From an optimization exercise on the open Yosys and OpenROAD flow, aimed at small area, a short achievable clock period and few clock cycles per item; shortcuts taken in it are not production practice.
The RTL was checked by simulation tests, not by an equivalence proof against the original design.
Power and IR drop assume default switching activity.

--- design/flow/run.sh ---
#!/bin/bash
# synth_recipe.tcl (not shown) runs the flow's synth.tcl, then flattens the netlist and writes it again
# the make line also repeats each setting of config.mk as NAME=value (left out here)
make -C /OpenROAD-flow-scripts/flow DESIGN_CONFIG=/design/flow/config.mk WORK_HOME=/design/flow/orfs CLKGATE_MAP_FILE= SYNTH_SCRIPT=/design/flow/synth_recipe.tcl finish
--- design/flow/config.mk ---
export PLATFORM = sky130hd
export DESIGN_NAME = jk_time_unit
export DESIGN_NICKNAME = jk_time_unit
export VERILOG_FILES = /design/flow/design.v
export SDC_FILE = /design/flow/constraint.sdc
export NUM_CORES = 4
export LEC_CHECK = 0
export CAP_MARGIN = 20
export CORE_MARGIN = 2
export CORE_UTILIZATION = 50
export PLACE_DENSITY = 0.62
export SLEW_MARGIN = 20
--- design/flow/constraint.sdc ---
create_clock -name core_clock -period 21.0 [get_ports {clk}]
set_input_delay 4.2000 -clock core_clock [delete_from_list [all_inputs] [get_ports {clk}]]
set_output_delay 4.2000 -clock core_clock [all_outputs]
set_load 0.01 [all_outputs]
--- design/flow/design.v ---
module jk_time_unit (
    input  wire         clk,
    input  wire         rst,
    input  wire         in_valid,
    output wire         in_ready,
    input  wire [5:0]   in_opcode,
    input  wire [3:0]   in_d,
    input  wire [3:0]   in_a,
    input  wire [3:0]   in_b,
    input  wire [13:0]  in_imm,
    input  wire         in_ext,
    input  wire [31:0]  in_extw,
    input  wire [31:0]  in_va,
    input  wire [31:0]  in_vb,
    input  wire [127:0] in_tdata,
    output reg          out_valid,
    output reg          out_illegal,
    output reg          out_vd_we,
    output reg  [31:0]  out_vd,
    output reg          out_zn_we,
    output reg          out_z,
    output reg          out_n,
    output reg          out_c_we,
    output reg          out_c,
    output reg          out_v_we,
    output reg          out_v
);
    localparam [5:0] OP_TNOW  = 6'h10,
                     OP_TADDN = 6'h11,
                     OP_TFN   = 6'h12,
                     OP_LDT   = 6'h28;
    localparam [3:0] F_TMOV = 4'h0, F_TADD = 4'h1, F_TADDF = 4'h2, F_TDIFN = 4'h3,
                     F_TDIFF = 4'h4, F_TCMP = 4'h5, F_TSEC = 4'h6, F_TSECH = 4'h7,
                     F_TNS = 4'h8, F_TFRAC = 4'h9, F_TWNC = 4'hA, F_TSET = 4'hB,
                     F_TSETH = 4'hC, F_TEXTW = 4'hD;
    localparam [31:0] NS_PER_S = 32'd1_000_000_000;
    assign in_ready = 1'b1;
    reg  [127:0] t_q [0:3];
    reg  [31:0]  w_q [0:3];
    wire [3:0] fn = in_imm[3:0];
    wire d_t  = (in_d[3:2] == 2'b00);
    wire a_t  = (in_a[3:2] == 2'b00);
    wire b_t  = (in_b[3:2] == 2'b00);
    wire d_0  = (in_d == 4'd0);
    wire a_0  = (in_a == 4'd0);
    wire b_0  = (in_b == 4'd0);
    reg illegal;
    always @(*) begin
        illegal = 1'b0;
        case (in_opcode)
            OP_TNOW:  illegal = in_ext || (in_imm != 14'd0) || !d_t || !a_0 || !b_0;
            OP_TADDN: illegal = !d_t || !a_t || !b_0;
            OP_LDT:   illegal = !d_t || !b_0;
            OP_TFN: begin
                if (in_ext || in_imm[13:4] != 10'd0 || fn > F_TEXTW)
                    illegal = 1'b1;
                else case (fn)
                    F_TMOV:                   illegal = !d_t || !a_t || !b_0;
                    F_TADD, F_TADDF, F_TEXTW: illegal = !d_t || !a_t;
                    F_TDIFN, F_TDIFF:         illegal = !a_t || !b_t;
                    F_TCMP:                   illegal = !d_0 || !a_t || !b_t;
                    F_TSEC, F_TSECH, F_TNS,
                    F_TFRAC, F_TWNC:          illegal = !a_t || !b_0;
                    F_TSET:                   illegal = !d_t;
                    F_TSETH:                  illegal = !d_t || !b_0;
                    default:                  illegal = 1'b1;
                endcase
            end
            default:  illegal = 1'b1;
        endcase
    end
    wire is_tfn   = (in_opcode == OP_TFN);
    wire is_load  = (in_opcode == OP_TNOW) || (in_opcode == OP_LDT);
    wire is_taddn = (in_opcode == OP_TADDN);
    wire is_tset  = is_tfn && (fn == F_TSET);
    wire is_tseth = is_tfn && (fn == F_TSETH);
    wire is_addop = is_taddn || (is_tfn && (fn == F_TMOV || fn == F_TADD || fn == F_TADDF || fn == F_TEXTW));
    wire tset_bad = (in_vb >= NS_PER_S);
    wire ldt_bad  = (in_tdata[79:48] >= NS_PER_S);
    wire acc = in_valid && !rst;
    wire ok  = acc && !illegal;
    wire         e_full = ok && (is_load || (is_tset && !tset_bad));
    wire         e_high = ok && is_tseth;
    wire [127:0] e_data = is_load ? in_tdata : {16'd0, in_va, in_vb, 48'd0};
    wire [31:0] imm_s = in_ext ? in_extw : {{18{in_imm[13]}}, in_imm};
    reg         p_valid, p_ill;
    reg         p_add, p_textw, p_dif, p_difn, p_cmp, p_rd, p_mul, p_vflag, p_v;
    reg  [2:0]  p_rsel;
    reg  [1:0]  p_b, p_d;
    reg  [31:0] p_dns;           
    reg  [22:0] p_x;             
    reg  [127:0] p_ta;           
    reg  [31:0]  p_wa;           
    wire         s2_tw;
    wire         s2_ww;
    wire [127:0] t_added;
    wire [31:0]  w_new;
    wire         byp_t = s2_tw && (p_d == in_a[1:0]);
    wire         byp_w = s2_ww && (p_d == in_a[1:0]);
    always @(posedge clk) begin
        if (rst) p_valid <= 1'b0;
        else     p_valid <= in_valid;
        p_ill   <= illegal;
        p_add   <= is_addop;
        p_textw <= is_tfn && fn == F_TEXTW;
        p_dif   <= is_tfn && (fn == F_TDIFN || fn == F_TDIFF);
        p_difn  <= fn == F_TDIFN;
        p_cmp   <= is_tfn && fn == F_TCMP;
        p_rd    <= is_tfn && (fn == F_TSEC || fn == F_TSECH || fn == F_TNS || fn == F_TFRAC || fn == F_TWNC);
        p_rsel  <= fn[2:0];
        p_mul   <= is_load || (is_tset && !tset_bad);
        p_vflag <= (in_opcode == OP_LDT) || is_tset;
        p_v     <= is_load ? ldt_bad : tset_bad;
        p_ta    <= byp_t ? t_added : t_q[in_a[1:0]];
        p_wa    <= byp_w ? w_new : w_q[in_a[1:0]];
        p_b     <= in_b[1:0];
        p_d     <= in_d[1:0];
        if (is_taddn)
            p_dns <= imm_s;
        else if (is_load)
            p_dns <= in_tdata[79:48];
        else if (fn == F_TADDF)
            p_dns <= {{16{in_vb[31]}}, in_vb[31:16]};
        else if (fn == F_TMOV)
            p_dns <= 32'd0;
        else
            p_dns <= in_vb;
        if (is_load)
            p_x <= in_tdata[102:80];
        else if (is_tset)
            p_x <= in_va[22:0];
        else if (is_tfn && fn == F_TADDF)
            p_x <= {7'd0, in_vb[15:0]};
        else
            p_x <= 23'd0;
    end
    wire [127:0] ta = p_ta;
    wire [127:0] tb = t_q[p_b];
    wire [31:0]  wa = p_wa;
    wire [47:0] ta_sec  = ta[127:80];
    wire [31:0] ta_ns   = ta[79:48];
    wire [47:0] ta_frac = ta[47:0];
    wire [47:0] tb_sec  = tb[127:80];
    wire [31:0] tb_ns   = tb[79:48];
    wire [47:0] tb_frac = tb[47:0];
    wire [15:0] base_fh  = p_textw ? 16'd0 : ta_frac[47:32];
    wire [31:0] base_fl  = p_textw ? 32'd0 : ta_frac[31:0];
    wire [16:0] fh_sum   = {1'b0, base_fh} + {1'b0, p_x[15:0]};
    wire        cf       = fh_sum[16];
    wire [31:0] op_y   = p_textw ? ~wa : 32'd0;
    wire        n_cin  = p_textw | cf;
    wire [31:0] n_s    = ta_ns ^ p_dns ^ op_y;
    wire [31:0] n_c    = (ta_ns & p_dns) | (ta_ns & op_y) | (p_dns & op_y);
    wire [33:0] s3;
    jk_ks_add #(34, 6) u_s3 (.a({2'b00, n_s}), .b({1'b0, n_c, 1'b0}), .cin(n_cin), .s(s3), .cout());
    wire [32:0] z33    = {1'b0, p_dns} + {1'b0, ~wa} + 33'd1;
    wire [1:0]  corr   = p_textw ? ({1'b0, z33[32]} + {1'b0, z33[31]}) : {1'b0, p_dns[31]};
    wire [2:0]  ns_top = {1'b0, s3[33:32]} - {1'b0, corr};
    wire [4:0]  nh     = {ns_top[1:0], s3[31:29]};
    wire [28:0] nl     = s3[28:0];
    reg signed [3:0] k0;
    reg  [29:0] nA;
    reg  [30:0] nB;
    always @(*) begin
        case (nh)
            5'h1C: begin k0 = -4'sd3; nA = 30'd852516352; nB = 31'h77359400; end
            5'h1D: begin k0 = -4'sd2; nA = 30'd389387264; nB = 31'h5B9ACA00; end
            5'h1E: begin k0 = -4'sd2; nA = 30'd926258176; nB = 31'h7B9ACA00; end
            5'h1F: begin k0 = -4'sd1; nA = 30'd463129088; nB = 31'h60000000; end
            5'h00: begin k0 = 4'sd0; nA = 30'd0; nB = 31'h44653600; end
            5'h01: begin k0 = 4'sd0; nA = 30'd536870912; nB = 31'h64653600; end
            5'h02: begin k0 = 4'sd1; nA = 30'd73741824; nB = 31'h48CA6C00; end
            5'h03: begin k0 = 4'sd1; nA = 30'd610612736; nB = 31'h68CA6C00; end
            5'h04: begin k0 = 4'sd2; nA = 30'd147483648; nB = 31'h4D2FA200; end
            5'h05: begin k0 = 4'sd2; nA = 30'd684354560; nB = 31'h6D2FA200; end
            5'h06: begin k0 = 4'sd3; nA = 30'd221225472; nB = 31'h5194D800; end
            5'h07: begin k0 = 4'sd3; nA = 30'd758096384; nB = 31'h7194D800; end
            5'h08: begin k0 = 4'sd4; nA = 30'd294967296; nB = 31'h55FA0E00; end
            5'h09: begin k0 = 4'sd4; nA = 30'd831838208; nB = 31'h75FA0E00; end
            5'h0A: begin k0 = 4'sd5; nA = 30'd368709120; nB = 31'h5A5F4400; end
            5'h0B: begin k0 = 4'sd5; nA = 30'd905580032; nB = 31'h7A5F4400; end
            default: begin k0 = 4'sd0; nA = 30'd0; nB = 31'h00000000; end
        endcase
    end
    wire [30:0] r0 = {2'b00, nl} + {1'b0, nA};
    wire [30:0] r1 = {2'b00, nl} + nB;
    wire        kc = !r1[30];
    wire [29:0] ns_norm = kc ? r1[29:0] : r0[29:0];
    wire [43:0]  sec_hi   = ta_sec[47:4];
    wire [43:0]  sec_hp   = sec_hi + 44'd1;
    wire [43:0]  sec_hm   = sec_hi - 44'd1;
    wire [5:0]   sec_l0   = {2'b00, ta_sec[3:0]} + {{2{k0[3]}}, k0};
    wire [5:0]   sec_l1   = sec_l0 + 6'd1;
    wire [5:0]   sec_lo   = kc ? sec_l1 : sec_l0;
    wire [43:0]  sec_h0   = sec_l0[5] ? sec_hm : (sec_l0[4] ? sec_hp : sec_hi);
    wire [43:0]  sec_h1   = sec_l1[5] ? sec_hm : (sec_l1[4] ? sec_hp : sec_hi);
    wire [43:0]  sec_hs   = kc ? sec_h1 : sec_h0;
    wire [47:0]  sec_norm = {sec_hs, sec_lo[3:0]};
    assign       t_added  = {sec_norm, 2'b00, ns_norm, fh_sum[15:0], base_fl};
    wire [32:0]  w_sum    = {wa, 1'b1} + {p_dns, cf};
    wire [31:0]  w_added  = p_textw ? p_dns : w_sum[32:1];
    wire [22:0] mx  = p_x;
    wire [22:0] m0  = mx;
    wire [22:0] m1  = mx << 2;
    wire [22:0] m2  = mx << 12;
    wire [22:0] m3  = mx << 21;
    wire [22:0] m4  = ~(mx << 5);
    wire [22:0] m5  = ~(mx << 7);
    wire [22:0] m6  = ~(mx << 9);
    wire [22:0] m7  = ~(mx << 14);
    wire [22:0] m8  = ~(mx << 17);
    wire [22:0] m9  = p_dns[31:9];
    wire [22:0] m10 = 23'd5;
    wire [22:0] l1s0 = (m0 ^ m1 ^ m2);  wire [22:0] l1c0 = (((m0 & m1) | (m0 & m2) | (m1 & m2)) << 1);
    wire [22:0] l1s1 = (m3 ^ m4 ^ m5);  wire [22:0] l1c1 = (((m3 & m4) | (m3 & m5) | (m4 & m5)) << 1);
    wire [22:0] l1s2 = (m6 ^ m7 ^ m8);  wire [22:0] l1c2 = (((m6 & m7) | (m6 & m8) | (m7 & m8)) << 1);
    wire [22:0] l2s0 = (l1s0 ^ l1c0 ^ l1s1);  wire [22:0] l2c0 = (((l1s0 & l1c0) | (l1s0 & l1s1) | (l1c0 & l1s1)) << 1);
    wire [22:0] l2s1 = (l1c1 ^ l1s2 ^ l1c2);  wire [22:0] l2c1 = (((l1c1 & l1s2) | (l1c1 & l1c2) | (l1s2 & l1c2)) << 1);
    wire [22:0] l3s0 = (l2s0 ^ l2c0 ^ l2s1);  wire [22:0] l3c0 = (((l2s0 & l2c0) | (l2s0 & l2s1) | (l2c0 & l2s1)) << 1);
    wire [22:0] l3s1 = (l2c1 ^ m9 ^ m10);     wire [22:0] l3c1 = (((l2c1 & m9) | (l2c1 & m10) | (m9 & m10)) << 1);
    wire [22:0] l4s0 = (l3s0 ^ l3c0 ^ l3s1);  wire [22:0] l4c0 = (((l3s0 & l3c0) | (l3s0 & l3s1) | (l3c0 & l3s1)) << 1);
    wire [22:0] l5s0 = (l4s0 ^ l4c0 ^ l3c1);  wire [22:0] l5c0 = (((l4s0 & l4c0) | (l4s0 & l3c1) | (l4c0 & l3c1)) << 1);
    wire [22:0] m_hi   = l5s0 + l5c0;
    wire [31:0] w_load = {m_hi, p_dns[8:0]};
    wire [48:0] dsec  = {1'b0, ta_sec} - {1'b0, tb_sec};
    wire [32:0] dnsf  = {1'b0, ta_ns} - {1'b0, tb_ns};
    wire [48:0] dfr   = {1'b0, ta_frac} - {1'b0, tb_frac};
    wire        sec_small = (dsec[48:3] == {46{1'b0}}) || (dsec[48:3] == {46{1'b1}});
    wire [3:0]  ds4   = ta_sec[3:0] - tb_sec[3:0];
    reg  [34:0] csec;
    always @(*) begin
        case (ds4)
            4'd0:  csec = 35'd0;
            4'd1:  csec = 35'd1000000000;
            4'd2:  csec = 35'd2000000000;
            4'd3:  csec = 35'd3000000000;
            4'd4:  csec = 35'd4000000000;
            4'd5:  csec = 35'd5000000000;
            4'd6:  csec = 35'd6000000000;
            4'd7:  csec = 35'd7000000000;
            4'd8:  csec = 35'h7FFFFFFFF - 35'd8000000000 + 35'd1;
            4'd9:  csec = 35'h7FFFFFFFF - 35'd7000000000 + 35'd1;
            4'd10: csec = 35'h7FFFFFFFF - 35'd6000000000 + 35'd1;
            4'd11: csec = 35'h7FFFFFFFF - 35'd5000000000 + 35'd1;
            4'd12: csec = 35'h7FFFFFFFF - 35'd4000000000 + 35'd1;
            4'd13: csec = 35'h7FFFFFFFF - 35'd3000000000 + 35'd1;
            4'd14: csec = 35'h7FFFFFFFF - 35'd2000000000 + 35'd1;
            default: csec = 35'h7FFFFFFFF - 35'd1000000000 + 35'd1;
        endcase
    end
    wire [34:0] x_a   = {3'b000, ta_ns};
    wire [34:0] x_b   = {3'b111, ~tb_ns};
    wire [34:0] x_s   = x_a ^ x_b ^ csec;
    wire [34:0] x_c   = (x_a & x_b) | (x_a & csec) | (x_b & csec);
    wire [34:0] x_ns  = x_s + {x_c[33:0], !dfr[48]};
    wire        x_neg = sec_small ? x_ns[34] : dsec[48];
    wire        fit_n = sec_small && ((x_ns[34:31] == 4'b0000) || (x_ns[34:31] == 4'b1111));
    wire        fit_f = sec_small && ((x_ns[34:15] == {20{1'b0}}) || (x_ns[34:15] == {20{1'b1}}));
    wire        ovf   = p_difn ? !fit_n : !fit_f;
    wire [31:0] dif_raw = p_difn ? x_ns[31:0] : {x_ns[15:0], dfr[47:32]};
    wire [31:0] dif_val = ovf ? (x_neg ? 32'h8000_0000 : 32'h7FFF_FFFF) : dif_raw;
    wire t_eq = (ta == tb);
    wire t_lt = dsec[48] || (dsec[47:0] == 48'd0 && (dnsf[32] || (dnsf[31:0] == 32'd0 && dfr[48])));
    reg [31:0] rd_val;
    always @(*) begin
        case (p_rsel)
            3'd6:    rd_val = ta_sec[31:0];
            3'd7:    rd_val = {16'd0, ta_sec[47:32]};
            3'd0:    rd_val = ta_ns;
            3'd1:    rd_val = ta_frac[47:16];
            default: rd_val = wa;
        endcase
    end
    wire go = p_valid && !p_ill;
    assign s2_tw = go && p_add;
    assign s2_ww = go && (p_add || p_mul);
    assign w_new = p_add ? w_added : w_load;
    integer i;
    always @(posedge clk) begin
        if (rst) begin
            for (i = 0; i < 4; i = i + 1) begin
                t_q[i] <= 128'd0;
                w_q[i] <= 32'd0;
            end
        end else begin
            for (i = 0; i < 4; i = i + 1) begin
                if (e_full && in_d[1:0] == i)
                    t_q[i] <= e_data;
                else begin
                    if (e_high && in_d[1:0] == i)
                        t_q[i][127:112] <= in_va[15:0];
                    else if (s2_tw && p_d == i)
                        t_q[i][127:112] <= t_added[127:112];
                    if (s2_tw && p_d == i)
                        t_q[i][111:0] <= t_added[111:0];
                end
                if (s2_ww && p_d == i)
                    w_q[i] <= w_new;
            end
        end
    end
    always @(posedge clk) begin
        if (rst) begin
            out_valid <= 1'b0;
        end else begin
            out_valid <= p_valid;
        end
        out_illegal <= p_ill;
        out_vd_we   <= !p_ill && (p_dif || p_rd);
        out_zn_we   <= !p_ill && (p_dif || p_cmp);
        out_c_we    <= !p_ill && p_cmp;
        out_v_we    <= !p_ill && (p_dif || p_cmp || p_vflag);
        out_vd      <= p_dif ? dif_val : rd_val;
        out_z       <= p_dif ? (dif_val == 32'd0) : t_eq;
        out_n       <= p_dif ? dif_val[31] : t_lt;
        out_c       <= !t_lt;
        out_v       <= p_dif ? ovf : (p_vflag & p_v);
    end
endmodule
module jk_ks_add #(parameter W = 32, parameter L = 5) (
    input  wire [W-1:0] a,
    input  wire [W-1:0] b,
    input  wire         cin,
    output wire [W-1:0] s,
    output wire         cout
);
    wire [W-1:0] p = a ^ b;
    wire [W-1:0] gg [0:L];
    wire [W-1:0] pp [0:L];
    assign gg[0] = a & b;
    assign pp[0] = p;
    genvar i, j;
    generate
        for (i = 0; i < L; i = i + 1) begin : lvl
            for (j = 0; j < W; j = j + 1) begin : bt
                if (j >= (1 << i)) begin : cmb
                    assign gg[i+1][j] = gg[i][j] | (pp[i][j] & gg[i][j - (1 << i)]);
                    assign pp[i+1][j] = pp[i][j] & pp[i][j - (1 << i)];
                end else begin : pas
                    assign gg[i+1][j] = gg[i][j];
                    assign pp[i+1][j] = pp[i][j];
                end
            end
        end
    endgenerate
    wire [W-1:0] c = gg[L] | (pp[L] & {W{cin}});    
    assign s    = p ^ {c[W-2:0], cin};
    assign cout = c[W-1];
endmodule
==> PnR_summary.wiki, run 1 <==
{| class="wikitable"
! Metric !! Value
|-
| WS Path Type || flip-flop to flip-flop
|-
| Outcome || finished clean
|-
| Post-CTS clock slew at the launch and capture registers of the worst setup and hold paths || about 0.070 ns
|-
| RSZ-0062 raised after global routing || false
|-
| Clock root buffer || sky130_fd_sc_hd__clkbuf_16
|-
| Fraction of power consumed by the clock network || 41.9%
|-
| Worst path required time || 21.67 ns
|-
| Cell type contributing the most total cell area after synthesis || sky130_fd_sc_hd__dfxtp_1
|-
| Synthesis-to-finish area growth || 11.4%
|-
| Instance count of the mapped netlist || roughly 8,800
|-
| Count of hold-fix buffers inserted at cts || 0
|-
| FF+latch count, synth || between 900 and 1,000
|-
| R2R Setup Slk || 9.38 ns
|-
| Fin Clk Skew || approximately 0.042 ns
|-
| Post-Syn Area || 72,000 µm²
|-
| Crit path launch type || flip-flop
|-
| Relative contribution of combinational cells to total power || a little over a fifth
|-
| Slew headroom || roughly 11%
|-
| Fmax achieved || approximately 86 MHz
|-
| Yosys warning count || 4
|-
| Core Rows || between 100 and 150
|-
| Share of the cycle needed by the critical path after routing || ~55%
|-
| Final Max Slew Viols || 0
|-
| Worst Path Arrival || around 12 ns
|-
| Finish-stage setup viols || 0
|-
| Weighted congestion at the end of routability-driven global placement || approximately 1.1
|-
| Static leakage power || just over 0.03 µW
|-
| Initial DRC Count || between 9,000 and 10,000
|-
| GRT Residual Overflow || 0
|-
| Worst Hold Path Cells || 0
|-
| Most numerous cell in the Yosys netlist || sky130_fd_sc_hd__nor2_1
|-
| Number of nets produced by synthesis || between 9,000 and 10,000
|-
| Wirelength, routed || 336,000 µm
|-
| Endpoint of the worst hold-timing path || out_illegal
|-
| Fin crit period || around 12 ns
|-
| Most frequent cell on the critical path || sky130_fd_sc_hd__a21oi_1
|-
| Filler cells || roughly 13,000
|-
| Area after detailed placement || approximately 76,000 µm²
|-
| Sequential fraction of the synthesis area || around a quarter
|-
| Starting Density || 50.3%
|-
| I/O pin total || between 300 and 400
|-
| Critical path capture point type || flip-flop
|-
| Fraction of layout cells with a size suffix above 1 || under 10%
|-
| Ratio of routed vias to standard cells || ~6.8
|-
| Hold violation total from the final report || 0
|-
| First-pass GRT wire length || between 400,000 and 500,000 µm
|-
| Gr usage total || between 40% and 50%
|-
| Count of input and output buffers || about 300
|-
| Cell Int Power || approximately 3300 µW
|-
| Most instantiated flip-flop cell in the synthesis netlist || sky130_fd_sc_hd__dfxtp_1
|-
| Net count reported at finish || a little under 10,000
|-
| Vias in the first global route || 68,500
|-
| Number of clock buffers inserted by TritonCTS || 105
|-
| Final non-filler cell area || ~80,000 µm²
|-
| Worst reg2reg startpoint || p_textw
|-
| Die height || around 380 µm
|-
| PD cells || just over 60 nW/µm²
|-
| Register-to-Register Path Depth || 39
|-
| Clock latency reported for the late side of the worst-skew pair || just under 0.8 ns
|-
| Standard cell with the maximum stage delay on the critical path || sky130_fd_sc_hd__buf_4
|-
| Router iterations before antenna repair || 8
|-
| Start point of the worst hold path || p_ill
|-
| Portion of synthesized cell area occupied by the leading cell type || 25.4%
|-
| CTS tree || done
|-
| Endpoint of the worst-slack reg-to-reg timing path || t_q[3][114]
|-
| Crit Path Max Fanout || between 70 and 80
|-
| Hold WC Path Type || flip-flop to flip-flop
|-
| Vias || about 73,000
|-
| Start point of the critical path || p_textw
|-
| Count of unique library cells instantiated by Yosys || 99
|-
| Clock sink count || between 900 and 1,000
|-
| Number of post-CTS setup repair buffers || 0
|-
| Total power of the final layout || 4860 µW
|-
| H-tree lvl count || 3
|-
| Proportion of power drawn by flip-flops and latches || roughly 37%
|-
| Highest cell delay on the worst timing path || 0.72 ns
|-
| Wire length per cell || 31.2 µm
|-
| Core box area || approximately 140,000 µm²
|-
| Post-route DRC || 0
|-
| Switching power total || between 1500 and 2000 µW
|-
| Detailed Place HPWL || about 250,000 µm
|-
| Slew at the pin closest to its max-slew limit || ~1.3 ns
|-
| Post-CTS resize count || 0
|-
| Number of enable flip-flop cells after synthesis || 0
|-
| Net Sw Frac || 32.1%
|-
| Max-cap violations || 0
|-
| Residual antenna-violating net count after detailed routing || 0
|-
| Die W || between 300 and 400 µm
|-
| List of most frequent post-synthesis cells || 942 x sky130_fd_sc_hd__nor2_1, 915 x sky130_fd_sc_hd__dfxtp_1, 891 x sky130_fd_sc_hd__nand2_1
|-
| Max VDD drop || just over 0.1 mV
|-
| Top cells by area, synth || sky130_fd_sc_hd__dfxtp_1 25%, sky130_fd_sc_hd__mux4_2 9.0%, sky130_fd_sc_hd__ha_1 7.2%
|-
| Total negative slack for setup checks || 0 ns
|-
| Area of the die || ~150,000 µm²
|-
| Pin count of the biggest net entering global routing || around 200
|-
| Antenna violations before repair || 23
|-
| Mean Syn Cell Area || between 8 and 9 µm²
|-
| CTS max path bufs || 3
|-
| Async set or reset register ratio after synthesis || 0%
|}
power groups by stage:
stage,clock network (µW),logic [µW],registers [µW]
after floorplan,0,645,1800
after global placement,0,1010,1820
after detailed placement,0,1010,1820
after CTS,2040,1020,1780
after global routing,2100,1120,1780
final,2030,1040,1780
per-layer routing:
layer	track usage (%)	share of wire, %	vias to the layer above
li1	-	-	32000
met1	56.2	38	35300
met5	0.780	0.090	-
met4	32.9	8.9	24
met3	13.1	12	1052
met2	63.7	41	4567
final cells by class:
type | instances | area (µm²) | share of cell area (%)
diodes | 15 | 37.5 | 0.0468
multi-input cells | 6736 | 49400 | 61.6
well taps | 1903 | 2380 | 2.97
inverters | 549 | 2060 | 2.57
flip-flops and latches | 915 | 18300 | 22.8
clock inverters | 41 | 618 | 0.770
clock buffers | 150 | 3120 | 3.89
repair buffers | 454 | 4270 | 5.32
state kept, by name, indices dropped and copies added, names as in the netlist, 2 cells and up:
| register | count |
|---|---|
| out_vd | 32 |
| p_rsel | 3 |
| p_b | 2 |
| p_ta | 128 |
| p_x | 23 |
| p_dns | 32 |
| p_d | 2 |
| w_q | 128 |
| p_wa | 32 |
| t_q | 512 |
placed cells by master (no fill, tap or decap), types with 58 or more instances in the layout:
cell type                           n
sky130_fd_sc_hd__o22ai_1           75
sky130_fd_sc_hd__nand3_1          150
sky130_fd_sc_hd__nor3_1           182
sky130_fd_sc_hd__mux4_2           288
sky130_fd_sc_hd__o211ai_1          72
sky130_fd_sc_hd__ha_1             417
sky130_fd_sc_hd__nand2_1          890
sky130_fd_sc_hd__fa_1             167
sky130_fd_sc_hd__nand2b_1          77
sky130_fd_sc_hd__a211oi_1         476
sky130_fd_sc_hd__a21o_1           138
sky130_fd_sc_hd__a31oi_1           70
sky130_fd_sc_hd__o21ai_0          546
sky130_fd_sc_hd__nor2b_1           58
sky130_fd_sc_hd__nor4b_1           95
sky130_fd_sc_hd__mux2_2            58
sky130_fd_sc_hd__xor2_1           102
sky130_fd_sc_hd__a21oi_1          673
sky130_fd_sc_hd__clkbuf_16        109
sky130_fd_sc_hd__clkdlybuf4s50_1  297
sky130_fd_sc_hd__and3_1            65
sky130_fd_sc_hd__dfxtp_1          910
sky130_fd_sc_hd__xnor2_1          180
sky130_fd_sc_hd__inv_1            546
sky130_fd_sc_hd__buf_4            144
sky130_fd_sc_hd__nor2_1           936
sky130_fd_sc_hd__mux2i_1          120
cell families after synthesis:
group                      synth area share, %
other                                  0.00521
adders and majority gates                 11.9
buffers and inverters                     6.24
muxes                                     11.6
xor gates and xnor gates                  3.52
and+or+nand+nor                           17.7
DFF                                       25.4
AOI/OAI and AO/OA                         23.6
worst max-delay path: cells and delay by family, from the launching register on:
kind | cells | cell delay (ns)
and+or+nand+nor | 9 | 1.64
xor gates and xnor gates | 3 | 0.71
muxes | 1 | 0.16
DFF | 1 | 0.33
adders and majority gates | 4 | 1.26
AOI/OAI and AO/OA | 17 | 4.99
buffers and inverters | 5 | 2.31
through the flow:
| stage | util (%) | std cells | hold slack [ns] | setup slack [ns] |
|---|---|---|---|---|
| CTS | 56.0 | 10700 | 0.422 | 9.75 |
| global route | 56.0 | 10800 | 0.455 | 8.81 |
| detailed placement | 53.3 | 10600 | 0.412 | 9.86 |
| global placement | 53.3 | 10600 | 0.412 | 10.06 |
| floorplan | - | 8837 | 0.388 | 11.50 |
| finish | 56.0 | 10800 | 0.429 | 9.38 |
worst max path at each step:
stage,to
final,t_q[3][114]
after global routing,t_q[3][114]
after CTS,t_q[3][114]
after detailed placement,t_q[3][114]
after global placement,t_q[3][114]
after floorplan,t_q[0][126]
Testbench counts, summed over its fixed seeds: cycles 20,016, items 20,000.
==> run 2: changes to the inputs <==
--- a/design/flow/design.v
+++ b/design/flow/design.v
@@ -71,5 +71,6 @@
     end
-    wire is_tfn   = (in_opcode == OP_TFN);
-    wire is_load  = (in_opcode == OP_TNOW) || (in_opcode == OP_LDT);
-    wire is_taddn = (in_opcode == OP_TADDN);
+    wire is_tfn   = in_opcode[1];
+    wire is_load  = !in_opcode[1] && !in_opcode[0];
+    wire is_taddn = in_opcode[0];
+    wire is_ldt   = in_opcode[3];
     wire is_tset  = is_tfn && (fn == F_TSET);
@@ -79,10 +80,8 @@
     wire ldt_bad  = (in_tdata[79:48] >= NS_PER_S);
-    wire acc = in_valid && !rst;
-    wire ok  = acc && !illegal;
-    wire         e_full = ok && (is_load || (is_tset && !tset_bad));
-    wire         e_high = ok && is_tseth;
-    wire [127:0] e_data = is_load ? in_tdata : {16'd0, in_va, in_vb, 48'd0};
+    wire [127:0] e_data = is_load  ? in_tdata :
+                          is_tseth ? {in_va[15:0], 112'd0} : {16'd0, in_va, in_vb, 48'd0};
     wire [31:0] imm_s = in_ext ? in_extw : {{18{in_imm[13]}}, in_imm};
     reg         p_valid, p_ill;
-    reg         p_add, p_textw, p_dif, p_difn, p_cmp, p_rd, p_mul, p_vflag, p_v;
+    reg         p_add, p_textw, p_dif, p_difn, p_cmp, p_rd, p_mul, p_vflag, p_v, p_whi;
+    reg  [127:0] p_td;           
     reg  [2:0]  p_rsel;
@@ -93,8 +92,11 @@
     reg  [31:0]  p_wa;           
-    wire         s2_tw;
+    reg  [31:0]  p_wy;           
+    wire         s2_tw_lo;       
+    wire         s2_tw_hi;       
     wire         s2_ww;
-    wire [127:0] t_added;
+    wire [127:0] t_new;
     wire [31:0]  w_new;
-    wire         byp_t = s2_tw && (p_d == in_a[1:0]);
-    wire         byp_w = s2_ww && (p_d == in_a[1:0]);
+    wire         byp_lo = s2_tw_lo && (p_d == in_a[1:0]);
+    wire         byp_hi = s2_tw_hi && (p_d == in_a[1:0]);
+    wire         byp_w  = s2_ww && (p_d == in_a[1:0]);
     always @(posedge clk) begin
@@ -111,6 +113,12 @@
         p_mul   <= is_load || (is_tset && !tset_bad);
-        p_vflag <= (in_opcode == OP_LDT) || is_tset;
+        p_vflag <= is_ldt || is_tset;
         p_v     <= is_load ? ldt_bad : tset_bad;
-        p_ta    <= byp_t ? t_added : t_q[in_a[1:0]];
+        p_ta[127:112] <= byp_hi ? t_new[127:112] : t_q[in_a[1:0]][127:112];
+        p_ta[111:48]  <= byp_lo ? t_new[111:48] : t_q[in_a[1:0]][111:48];
+        p_ta[47:0]    <= (is_tfn && fn == F_TEXTW) ? 48'd0 :
+                         (byp_lo ? t_new[47:0] : t_q[in_a[1:0]][47:0]);
+        p_td    <= e_data;
+        p_whi   <= is_tseth;
         p_wa    <= byp_w ? w_new : w_q[in_a[1:0]];
+        p_wy    <= (is_tfn && fn == F_TEXTW) ? ~(byp_w ? w_new : w_q[in_a[1:0]]) : 32'd0;
         p_b     <= in_b[1:0];
@@ -145,7 +153,7 @@
     wire [47:0] tb_frac = tb[47:0];
-    wire [15:0] base_fh  = p_textw ? 16'd0 : ta_frac[47:32];
-    wire [31:0] base_fl  = p_textw ? 32'd0 : ta_frac[31:0];
+    wire [15:0] base_fh  = ta_frac[47:32];
+    wire [31:0] base_fl  = ta_frac[31:0];
     wire [16:0] fh_sum   = {1'b0, base_fh} + {1'b0, p_x[15:0]};
     wire        cf       = fh_sum[16];
-    wire [31:0] op_y   = p_textw ? ~wa : 32'd0;
+    wire [31:0] op_y   = p_wy;
     wire        n_cin  = p_textw | cf;
@@ -189,4 +197,5 @@
     wire [43:0]  sec_hi   = ta_sec[47:4];
-    wire [43:0]  sec_hp   = sec_hi + 44'd1;
-    wire [43:0]  sec_hm   = sec_hi - 44'd1;
+    wire [43:0]  sec_hp, sec_hm;
+    jk_bk_add #(44, 6) u_shp (.a(sec_hi), .b(44'd0), .cin(1'b1), .s(sec_hp), .cout());
+    jk_bk_add #(44, 6) u_shm (.a(sec_hi), .b({44{1'b1}}), .cin(1'b0), .s(sec_hm), .cout());
     wire [5:0]   sec_l0   = {2'b00, ta_sec[3:0]} + {{2{k0[3]}}, k0};
@@ -198,5 +207,6 @@
     wire [47:0]  sec_norm = {sec_hs, sec_lo[3:0]};
-    assign       t_added  = {sec_norm, 2'b00, ns_norm, fh_sum[15:0], base_fl};
-    wire [32:0]  w_sum    = {wa, 1'b1} + {p_dns, cf};
-    wire [31:0]  w_added  = p_textw ? p_dns : w_sum[32:1];
+    wire [127:0] t_added  = {sec_norm, 2'b00, ns_norm, fh_sum[15:0], base_fl};
+    wire [31:0]  w_sum;
+    jk_bk_add #(32, 5) u_wadd (.a(wa), .b(p_dns), .cin(cf), .s(w_sum), .cout());
+    wire [31:0]  w_added  = p_textw ? p_dns : w_sum;
     wire [22:0] mx  = p_x;
@@ -222,7 +232,9 @@
     wire [22:0] l5s0 = (l4s0 ^ l4c0 ^ l3c1);  wire [22:0] l5c0 = (((l4s0 & l4c0) | (l4s0 & l3c1) | (l4c0 & l3c1)) << 1);
-    wire [22:0] m_hi   = l5s0 + l5c0;
+    wire [22:0] m_hi;
+    jk_bk_add #(23, 5) u_mul (.a(l5s0), .b(l5c0), .cin(1'b0), .s(m_hi), .cout());
     wire [31:0] w_load = {m_hi, p_dns[8:0]};
-    wire [48:0] dsec  = {1'b0, ta_sec} - {1'b0, tb_sec};
-    wire [32:0] dnsf  = {1'b0, ta_ns} - {1'b0, tb_ns};
-    wire [48:0] dfr   = {1'b0, ta_frac} - {1'b0, tb_frac};
+    wire [48:0] dsec;
+    jk_bk_add #(49, 6) u_dsec (.a({1'b0, ta_sec}), .b({1'b1, ~tb_sec}), .cin(1'b1), .s(dsec), .cout());
+    wire [48:0] dfr;
+    jk_bk_add #(49, 6) u_dfr (.a({1'b0, ta_frac}), .b({1'b1, ~tb_frac}), .cin(1'b1), .s(dfr), .cout());
     wire        sec_small = (dsec[48:3] == {46{1'b0}}) || (dsec[48:3] == {46{1'b1}});
@@ -254,3 +266,4 @@
     wire [34:0] x_c   = (x_a & x_b) | (x_a & csec) | (x_b & csec);
-    wire [34:0] x_ns  = x_s + {x_c[33:0], !dfr[48]};
+    wire [34:0] x_ns;
+    jk_bk_add #(35, 6) u_xns (.a(x_s), .b({x_c[33:0], 1'b0}), .cin(!dfr[48]), .s(x_ns), .cout());
     wire        x_neg = sec_small ? x_ns[34] : dsec[48];
@@ -261,4 +274,5 @@
     wire [31:0] dif_val = ovf ? (x_neg ? 32'h8000_0000 : 32'h7FFF_FFFF) : dif_raw;
-    wire t_eq = (ta == tb);
-    wire t_lt = dsec[48] || (dsec[47:0] == 48'd0 && (dnsf[32] || (dnsf[31:0] == 32'd0 && dfr[48])));
+    wire sec_eq = (dsec[47:0] == 48'd0);
+    wire t_eq = sec_eq && (x_ns == 35'd0) && (dfr[47:0] == 48'd0);
+    wire t_lt = dsec[48] || (sec_eq && x_ns[34]);
     reg [31:0] rd_val;
@@ -274,3 +288,5 @@
     wire go = p_valid && !p_ill;
-    assign s2_tw = go && p_add;
+    assign s2_tw_lo = go && (p_add || p_mul);
+    assign s2_tw_hi = go && (p_add || p_mul || p_whi);
+    assign t_new = p_add ? t_added : p_td;
     assign s2_ww = go && (p_add || p_mul);
@@ -286,12 +302,6 @@
             for (i = 0; i < 4; i = i + 1) begin
-                if (e_full && in_d[1:0] == i)
-                    t_q[i] <= e_data;
-                else begin
-                    if (e_high && in_d[1:0] == i)
-                        t_q[i][127:112] <= in_va[15:0];
-                    else if (s2_tw && p_d == i)
-                        t_q[i][127:112] <= t_added[127:112];
-                    if (s2_tw && p_d == i)
-                        t_q[i][111:0] <= t_added[111:0];
-                end
+                if (s2_tw_hi && p_d == i)
+                    t_q[i][127:112] <= t_new[127:112];
+                if (s2_tw_lo && p_d == i)
+                    t_q[i][111:0] <= t_new[111:0];
                 if (s2_ww && p_d == i)
@@ -347,2 +357,43 @@
     assign s    = p ^ {c[W-2:0], cin};
+    assign cout = c[W-1];
+endmodule
+module jk_bk_add #(parameter W = 32, parameter L = 5) (
+    input  wire [W-1:0] a,
+    input  wire [W-1:0] b,
+    input  wire         cin,
+    output wire [W-1:0] s,
+    output wire         cout
+);
+    wire [W-1:0] p = a ^ b;
+    wire [W-1:0] gg [0:2*L];
+    wire [W-1:0] pp [0:2*L];
+    assign gg[0] = a & b;
+    assign pp[0] = p;
+    genvar i, j;
+    generate
+        for (i = 0; i < L; i = i + 1) begin : up
+            for (j = 0; j < W; j = j + 1) begin : bt
+                if ((j % (2 << i)) == (2 << i) - 1) begin : cmb
+                    assign gg[i+1][j] = gg[i][j] | (pp[i][j] & gg[i][j - (1 << i)]);
+                    assign pp[i+1][j] = pp[i][j] & pp[i][j - (1 << i)];
+                end else begin : pas
+                    assign gg[i+1][j] = gg[i][j];
+                    assign pp[i+1][j] = pp[i][j];
+                end
+            end
+        end
+        for (i = 0; i < L - 1; i = i + 1) begin : dn
+            for (j = 0; j < W; j = j + 1) begin : bt
+                if (j >= (2 << (L - 2 - i)) && (j % (2 << (L - 2 - i))) == (1 << (L - 2 - i)) - 1) begin : cmb
+                    assign gg[L+i+1][j] = gg[L+i][j] | (pp[L+i][j] & gg[L+i][j - (1 << (L - 2 - i))]);
+                    assign pp[L+i+1][j] = pp[L+i][j] & pp[L+i][j - (1 << (L - 2 - i))];
+                end else begin : pas
+                    assign gg[L+i+1][j] = gg[L+i][j];
+                    assign pp[L+i+1][j] = pp[L+i][j];
+                end
+            end
+        end
+    endgenerate
+    wire [W-1:0] c = gg[2*L-1] | (pp[2*L-1] & {W{cin}});
+    assign s    = p ^ {c[W-2:0], cin};
     assign cout = c[W-1];
--- a/design/flow/config.mk
+++ b/design/flow/config.mk
@@ -7,6 +7,6 @@
 export LEC_CHECK = 0
+export ABC_AREA = 1
 export CAP_MARGIN = 20
 export CORE_MARGIN = 2
-export CORE_UTILIZATION = 50
-export PLACE_DENSITY = 0.62
+export CORE_UTILIZATION = 40
 export SLEW_MARGIN = 20
==> run 2 against run 1 <==
Net effect:
- still clean on timing, DRC and antenna
- non-clock buffer count is 53 lower
- hold slack better by 0.018 ns
- flip-flop and latch count is 161 higher
- critical path type unchanged
- highest routed layer unchanged
==> PnR_summary.wiki, run 2 <==
{| class="wikitable"
! Metric !! Value
|-
| Post-Syn Area || 71,100 µm² (-1.3%)
|-
| Slew headroom || 14.7% (+3.5 points)
|-
| Yosys warning count || 9 (+5)
|-
| Hold violation total from the final report || 0 (unchanged)
|-
| Core Rows || 154 (+11%)
|-
| RSZ-0062 raised after global routing || false
|-
| Top cells by area, synth || sky130_fd_sc_hd__dfxtp_1 30%, sky130_fd_sc_hd__nand2_1 9.2%, sky130_fd_sc_hd__o21ai_0 8.0%
|-
| Max VDD drop || 0.213 mV (+110%)
|-
| Standard cell with the maximum stage delay on the critical path || sky130_fd_sc_hd__dfxtp_1
|-
| Share of the cycle needed by the critical path after routing || 49.4% (-6.0 points)
|-
| Static leakage power || 0.0364 µW (+18%)
|-
| Finish-stage setup viols || 0 (unchanged)
|-
| Final Max Slew Viols || 0 (unchanged)
|-
| Vias in the first global route || 67,800 (-1.0%)
|-
| Sequential fraction of the synthesis area || 30.3% (+4.9 points)
|-
| Initial DRC Count || 9,236 (-0.92%)
|-
| Net count reported at finish || 10,900 (+14%)
|-
| Filler cells || 17,900 (+34%)
|-
| Vias || 73,100 (+0.23%)
|-
| H-tree lvl count || 4 (+1)
|-
| Number of nets produced by synthesis || 11,000 (+13%)
|-
| Most frequent cell on the critical path || sky130_fd_sc_hd__nand2_1
|-
| Async set or reset register ratio after synthesis || 0% (unchanged)
|-
| List of most frequent post-synthesis cells || 1,746 x sky130_fd_sc_hd__nand2_1, 1,493 x sky130_fd_sc_hd__inv_1, 1,139 x sky130_fd_sc_hd__o21ai_0
|-
| Pin count of the biggest net entering global routing || 167 (-17%)
|-
| CTS max path bufs || 3 (unchanged)
|-
| Total negative slack for setup checks || 0 ns (unchanged)
|-
| Uppermost signal routing layer after detailed routing || met5
|-
| Post-CTS clock slew at the launch and capture registers of the worst setup and hold paths || 0.06 ns (about the same)
|-
| CTS tree || done
|-
| Post-route DRC || 0 (unchanged)
|-
| Detailed Place HPWL || 233,000 µm (-5.8%)
|-
| Crit Path Max Fanout || 91 (+28%)
|-
| Starting Density || 40.3% (-9.9 points)
|-
| Number of clock buffers inserted by TritonCTS || 133 (+27%)
|-
| Total power of the final layout || 6780 µW (+40%)
|-
| Outcome || finished clean
|-
| Antenna violations before repair || 21 (-8.7%)
|-
| Wire length per cell || 25.6 µm (-18%)
|-
| Critical path capture point type || flip-flop
|-
| Crit path launch type || flip-flop
|-
| Mean Syn Cell Area || 7.03 µm² (-14%)
|-
| Register bank with the most flops || t_q
|-
| Core box area || 176,000 µm² (+23%)
|-
| First-pass GRT wire length || 459,000 µm (-4.3%)
|-
| Post-CTS resize count || 0 (unchanged)
|-
| Fraction of layout cells with a size suffix above 1 || 5.67% (-3.2 points)
|-
| Sum of routed wire segments on met1 || 131,000 µm (+1.8%)
|-
| Most common library cell in the layout ignoring fill and taps || sky130_fd_sc_hd__nand2_1
|-
| Portion of synthesized cell area occupied by the leading cell type || 30.3% (+4.9 points)
|-
| Fin Clk Skew || 0.0497 ns (+0.00720 ns)
|-
| Routed length on met2 || 132,000 µm (-4.9%)
|-
| Most instantiated flip-flop cell in the synthesis netlist || sky130_fd_sc_hd__dfxtp_1
|-
| Fmax achieved || 96.5 MHz (+12%)
|-
| Clock sink count || 1,076 (+18%)
|-
| Fin crit period || 10.36 ns (-1.26 ns)
|-
| Gr usage total || 34.2% (-10 points)
|-
| Number of enable flip-flop cells after synthesis || 0 (unchanged)
|-
| Cell type contributing the most total cell area after synthesis || sky130_fd_sc_hd__dfxtp_1
|-
| Worst-case hold slack || 0.447 ns (+0.0184 ns)
|-
| GRT Residual Overflow || 0 (unchanged)
|-
| Count of input and output buffers || 301 (unchanged)
|-
| Worst path required time || 21.73 ns (+0.06 ns)
|-
| Max-cap violations || 0 (unchanged)
|-
| Synthesis-to-finish area growth || 12.8%
|-
| Die height || 426 µm (+11%)
|-
| Count of unique library cells instantiated by Yosys || 84 (-15%)
|-
| PD cells || 84.6 nW/µm² (+40%)
|-
| Number of post-CTS setup repair buffers || 0 (unchanged)
|-
| WS Path Type || flip-flop to flip-flop
|-
| FF+latch count, synth || 1,076 (+18%)
|-
| Worst Path Arrival || 11.09 ns (-1.20 ns)
|-
| Most numerous cell in the Yosys netlist || sky130_fd_sc_hd__nand2_1
|-
| Commonest non-fill, non-tap cells in the layout || 1,740 x sky130_fd_sc_hd__nand2_1, 1,482 x sky130_fd_sc_hd__inv_1, 1,137 x sky130_fd_sc_hd__o21ai_0, 1,102 x sky130_fd_sc_hd__a21oi_1, 1,075 x sky130_fd_sc_hd__dfxtp_1
|-
| Die W || 426 µm (+11%)
|-
| Residual antenna-violating net count after detailed routing || 0 (unchanged)
|-
| Number of flip-flops under the largest register name || 512 (unchanged)
|-
| I/O pin total || 303 (unchanged)
|-
| Area of the die || 181,000 µm² (+23%)
|-
| Clock root buffer || sky130_fd_sc_hd__clkbuf_16
|-
| Wirelength, routed || 321,000 µm (-4.6%)
|-
| Router iterations before antenna repair || 7 (-1)
|-
| Count of hold-fix buffers inserted at cts || 0 (unchanged)
|-
| Highest cell delay on the worst timing path || 0.86 ns (+0.14 ns)
|-
| Instance count of the mapped netlist || 10,100 (+14%)
|-
| Slew at the pin closest to its max-slew limit || 1.28 ns (-0.0150 ns)
|-
| Hold WC Path Type || flip-flop to flip-flop
|-
| Ratio of routed vias to standard cells || 5.83 (-14%)
|-
| Weighted congestion at the end of routability-driven global placement || 1.05 (-0.98%)
|-
| Met3 wire length || 35,400 µm (-10%)
|-
| Clock latency reported for the late side of the worst-skew pair || 0.84 ns (+0.07 ns)
|}
## run 2: cell count changes in the layout (fill, tap and decap cells not counted), sizes merged, moves of 119 or more
cell,delta
nor2,-459
mux4,-288
a21oi,+437
nand2,+947
dfxtp,+161
a211oi,-463
inv,+980
nand3,+307
o21ai,+655
a21o,-119
## run 2: path summary, 6_finish.rpt
path                      end  cells past startpoint   start  slack, ns
setup / recovery  t_q[0][100]                     48  p_x[1]      10.64
hold / removal      out_vd_we                      2    p_rd       0.45
setup reg to reg  t_q[0][100]                     48  p_x[1]      10.64
hold reg to reg     out_vd_we                      2    p_rd       0.45
## run 2: worst max-delay path: cells and delay by family, from the launching register on
| family | cells | cell delay, ns |
|---|---|---|
| AOI/OAI and AO/OA | 17 | 3.26 |
| xor gates and xnor gates | 1 | 0.24 |
| adders and majority gates | 3 | 1.17 |
| buffers and inverters | 10 | 2.05 |
| DFF | 1 | 0.86 |
| and+or+nand+nor | 17 | 2.52 |
## run 2: final cells by class
class	count	area (µm²)	share of cell area [%]
Multi-Input combinational cell	6936	41600	51.8
Sequential cell	1076	21500	26.9
Inverter	1540	5840	7.29
Timing Repair Buffer	401	3820	4.76
Clock buffer	184	3760	4.69
Tap cell	2340	2930	3.65
Clock inverter	55	712	0.888
Antenna cell	7	17.5	0.0218
## run 2: power breakdown
part / internal [µW] / leakage [µW] / switching (µW)
registers: 2080 / 0.00873 / 56.1
logic: 743 / 0.0255 / 1510
clock network: 1380 / 0.00218 / 1010
## run 2: metal layers
| layer | track usage, % | vias up |
|---|---|---|
| met4 | 21.7 | 14 |
| li1 | - | 33700 |
| met1 | 45.1 | 34400 |
| met3 | 8.45 | 820 |
| met2 | 49.8 | 4182 |
| met5 | 0 | - |
## run 2: cell families after synthesis
group,after synthesis,share of synthesized area [%]
fa+ha+maj,595,12.2
compound gates,3089,24.8
flops,1076,30.3
xor+xnor,207,2.55
buf+inv,2097,11.4
other cells,1,0.00528
simple gates,3030,18.6
mux,14,0.197
## run 2: per-stage QoR
step           utilization [%]  instance area [µm²]  std cells  setup WS [ns]
6_report                  45.5                80200      12500          10.64
5_1_grt                   45.5                80200      12500          10.00
4_1_cts                   45.5                80200      12500          10.98
3_5_place_dp              42.9                75700      12300          11.00
3_3_place_gp              42.9                75700      12300          11.22
2_1_floorplan                -                71100      10100          13.71
Testbench counts of run 2, summed over its fixed seeds: cycles 20,016, items 20,000.

[re-timing with driven ports]
The results above use ideal ports. As a check the final layouts listed here were re-extracted and re-timed, cells and wires unchanged.
Step 1, drivers: a clkbuf_16 drives clk and a buf_2 each remaining input, both assumed.
Step 2 moves the port delays by t, midway between the first and last clock arrival at a register: inputs arrive t later, outputs are due t later. That takes back most of the time a late clock gives input paths.
Three values: ideal, step 1, step 2; two values: the first two.
run | shift t [ns] | setup slack, ns | hold slack, ns | worst register clock-pin slew, ns | cell pins on the clock port's net
run 1 | 0.837 | 9.377 / 9.377 / 9.377 | 0.429 / 0.429 / 0.429 | 0.07 / 0.07 | 1
run 2 | 0.907 | 10.635 / 10.635 / 10.635 | 0.447 / 0.447 / 0.447 | 0.07 / 0.07 | 1
After both steps every run listed still meets setup and hold.
